Source: an optimization exercise on an open RTL-to-GDS flow (aim: small area and a short achievable clock period). Production flows keep margins and buffers that such runs may drop.
Function was checked by simulation only, so behaviour that the tests miss may differ from the original.

// d72_burst_check
module d72_burst_check (
    input  wire         clk,
    input  wire         rst,
    input  wire         beat_valid,
    input  wire [31:0]  beat_dq,
    input  wire [7:0]   beat_cb,
    input  wire [1:0]   exp_channel,
    input  wire [29:0]  exp_burst,
    input  wire [15:0]  exp_epoch,
    output reg          res_valid,
    output reg  [1:0]   res_status,
    output reg  [7:0]   res_corrected,
    output wire [511:0] res_data
);
For scale: ~1600 cells after synthesis, about 610 I/O pins.
export LEC_CHECK = 0
export CAP_MARGIN = 20
export CORE_MARGIN = 2
export CORE_UTILIZATION = 45
export CTS_CLUSTER_DIAMETER = 100
export CTS_CLUSTER_SIZE = 24
export SLEW_MARGIN = 20
create_clock -name core_clock -period 40.0 [get_ports {clk}]
standard.sh (not shown) runs the stock make flow with config.mk's settings and CLKGATE_MAP_FILE= SYNTH_SCRIPT=/design/flow/synth_recipe.tcl, a recipe that flattens the netlist after the stock synthesis.
==> flow/flow/run.sh <==
#!/bin/bash
# The standard layout, except:
#  - synthesis maps the logic with an area-oriented ABC script (flow/area.abc,
#    ABC9 mapper &nf in area mode)
#    instead of ORFS's speed script; registers are mapped as in the standard
#    synthesis (same dfflibmap step, same names);
#  - port buffers are plain buf_1 cells;
#  - the resizer aims for 30.6 ns of setup slack (SETUP_SLACK_MARGIN) so that it
#    shortens the few slow flop-to-output paths; the SDC is unchanged.
set -euo pipefail
W=$(pwd)
export BUFFER_PORTS_ARGS="-buffer_cell sky130_fd_sc_hd__buf_1"
export SETUP_SLACK_MARGIN=30.6
# synthesis script: synth_recipe.tcl with ORFS's synth.tcl calling ABC with our script
sed "s#log_cmd abc {\*}\$abc_args#log_cmd abc -script $W/flow/area.abc {*}[lrange \$abc_args 2 end]#" \
    "$FLOW_HOME/scripts/synth.tcl" > "$W/synth_core.tcl"
grep -q "flow/area.abc" "$W/synth_core.tcl"
sed "s#source \$::env(SCRIPTS_DIR)/synth.tcl#source $W/synth_core.tcl#" synth_recipe.tcl > "$W/own_synth.tcl"
grep -q "synth_core.tcl" "$W/own_synth.tcl"
bash standard.sh "SYNTH_SCRIPT=$W/own_synth.tcl" synth > synth.log 2>&1
bash standard.sh "SYNTH_SCRIPT=$W/own_synth.tcl" > standard.log 2>&1
==> flow/flow/area.abc <==
&get -n
&st
&syn2
&dch
&nf -a -R 1000
&put
==> next run, changes <==
CTS_BUF_LIST = sky130_fd_sc_hd__clkbuf_8 sky130_fd_sc_hd__clkbuf_16   (was unset)
CTS_CLUSTER_SIZE = 20   (was 24)
After rerunning: Clock skew rose by 0.0049 ns. Cell area rose slightly. Area after synthesis does not change. Core utilization is higher by 0.23 points. Clock-buffer cell count goes up by 4. Wire length hardly moves. Die area does not change. Sequential share of layout area decreases by 0.27 points.

Setup of run A:
Another version of the RTL of d72_burst_check (not shown whole).
Size in the first run: roughly 1800 cells after synthesis, about 670 flip-flops, about 610 I/O pins, ~27000 µm² of cells after synthesis.
==> flow/config.mk <==
export PLATFORM = sky130hd
export DESIGN_NAME = d72_burst_check
export DESIGN_NICKNAME = d72_burst_check
export VERILOG_FILES = /design/flow/design.v
export SDC_FILE = /design/flow/constraint.sdc
export NUM_CORES = 4
export LEC_CHECK = 0
export CAP_MARGIN = 20
export CORE_MARGIN = 2
export CORE_UTILIZATION = 45
export CTS_CLUSTER_DIAMETER = 100
export CTS_CLUSTER_SIZE = 20
export SLEW_MARGIN = 20
==> flow/constraint.sdc <==
create_clock -name core_clock -period 40.0 [get_ports {clk}]
set_input_delay 8.0000 -clock core_clock [delete_from_list [all_inputs] [get_ports {clk}]]
set_output_delay 8.0000 -clock core_clock [all_outputs]
set_load 0.01 [all_outputs]
==> flow/flow/run.sh <==
#!/bin/bash
# The standard layout, except:
#  - synthesis maps the logic with an area-oriented ABC script (flow/area.abc)
#    instead of ORFS's speed script; registers are mapped as in the standard
#    synthesis (same dfflibmap step, same names);
#  - port buffers are plain buf_1 cells;
#  - the resizer aims for 30.6 ns of setup slack (SETUP_SLACK_MARGIN) so that it
#    shortens the few slow flop-to-output paths; the SDC is unchanged.
set -euo pipefail
W=$(pwd)
export BUFFER_PORTS_ARGS="-buffer_cell sky130_fd_sc_hd__buf_1"
export SETUP_SLACK_MARGIN=30.6
export PLACE_PINS_ARGS=-annealing
# synthesis script: synth_recipe.tcl with ORFS's synth.tcl calling ABC with our script
sed "s#log_cmd abc {\*}\$abc_args#log_cmd abc -script $W/flow/area.abc {*}[lrange \$abc_args 2 end]#" \
    "$FLOW_HOME/scripts/synth.tcl" > "$W/synth_core.tcl"
grep -q "flow/area.abc" "$W/synth_core.tcl"
sed "s#source \$::env(SCRIPTS_DIR)/synth.tcl#source $W/synth_core.tcl#" synth_recipe.tcl > "$W/own_synth.tcl"
grep -q "synth_core.tcl" "$W/own_synth.tcl"
bash standard.sh "SYNTH_SCRIPT=$W/own_synth.tcl" synth > synth.log 2>&1
bash standard.sh "SYNTH_SCRIPT=$W/own_synth.tcl" > standard.log 2>&1
==> flow/flow/area.abc <==
strash
dch
map -a
topo
stime -c
buffer -c
upsize -c
dnsize -c
What run B does differently from run A at the input level:
--- a/flow/flow/run.sh
+++ b/flow/flow/run.sh
@@ -13 +12,0 @@
-export PLACE_PINS_ARGS=-annealing
==> flow/flow/area.abc <==
strash
dch
map -a
### Flow results
Going from run A to run B, clock buffer count in the final layout now larger, number of nets with antenna violations after detailed routing flat. The register cell area after layout was comparable across run B and run A. Between run B and run A, final instance area is higher for run A, run B comes in under that. Against run A, run B comes in 1.4 points higher on signed area change from the synthesized netlist to the final layout. Per the comparison of run B with run A, HPWL after detailed placement +4.0 mm; number of buffers added for setup after CTS +2; number of placement rows -1.1%. Row effective utilization at floorplan: run B higher / run A lower.
Changes in run C relative to run B:
==> flow/flow/area.abc <==
&get -n
&st
&syn2
&dch
&nf -a -R 1000
&put
[summary]
In the metrics for run C and run B, the one carrying the lower overall die area is run C.
[compare] base=run B new=run C: detailed-routing wirelength on met1 fell by 1.8 mm, worst setup slack moved up.
For run C, the startpoint of the worst setup timing path was st[0][12], unlike run B, where it was st[12][21].
Compared to run B, run C has number of instances in the synthesized netlist 190 lower.
Run B ended up with res_data[117] as its capturing instance or port of the critical path; run C ended up with res_data[492].
Inputs modified between run C and run D:
==> flow/flow/area.abc <==
strash
dch
map -a
topo
stime -c
buffer -c
upsize -c
dnsize -c
Comparing run D and run C, the lower global-route met1 utilization was measured on run C. Note that the maximum number of pins on one net before global-route repair recorded for run D amounts to 0.913 times the value seen in run C. Run D completed every stage of the flow, and the final layout passed the timing, design-rule and antenna checks. Looking at run D and run C, the ratio of final minimum period to clock period is a wash. Cell count after synthesis, run D and run C: higher on run D. Taking run C as the reference, in run D layout overhead on the synthesized area shows a reduction of 0.93 points, number of gates given a new drive strength after cts went down 1.

==> what the ideal ports hide <==
The flow's constraints put no driver on any port. The routed layouts listed below were extracted and timed again, unchanged, in two steps. Step 1, drivers: a clkbuf_16 drives clk and a buf_2 each remaining input, both assumed. Step 2 also shifts input and output timing later by t, the mid clock arrival at the registers, as if the neighbouring blocks saw the same clock. Slacks: ideal ports / drivers / drivers and shift; pairs: ideal ports / drivers.
| run | t (ns) | setup slack, ns | worst setup path after step 2 |
|---|---|---|---|
| the first run of note 1 | 0.635 | 30.597 / 30.538 / 31.173 | register to output |
| the second run of note 1 | 0.650 | 30.591 / 30.529 / 31.179 | register to output |
| run A | 0.639 | 30.675 / 30.624 / 31.263 | register to output |
| run B | 0.644 | 30.626 / 30.564 / 31.184 | register to register |
| run C | 0.651 | 30.631 / 30.568 / 31.218 | register to output |
| run D | 0.649 | 30.665 / 30.601 / 31.250 | register to output |
After both steps every run listed still meets setup and hold.
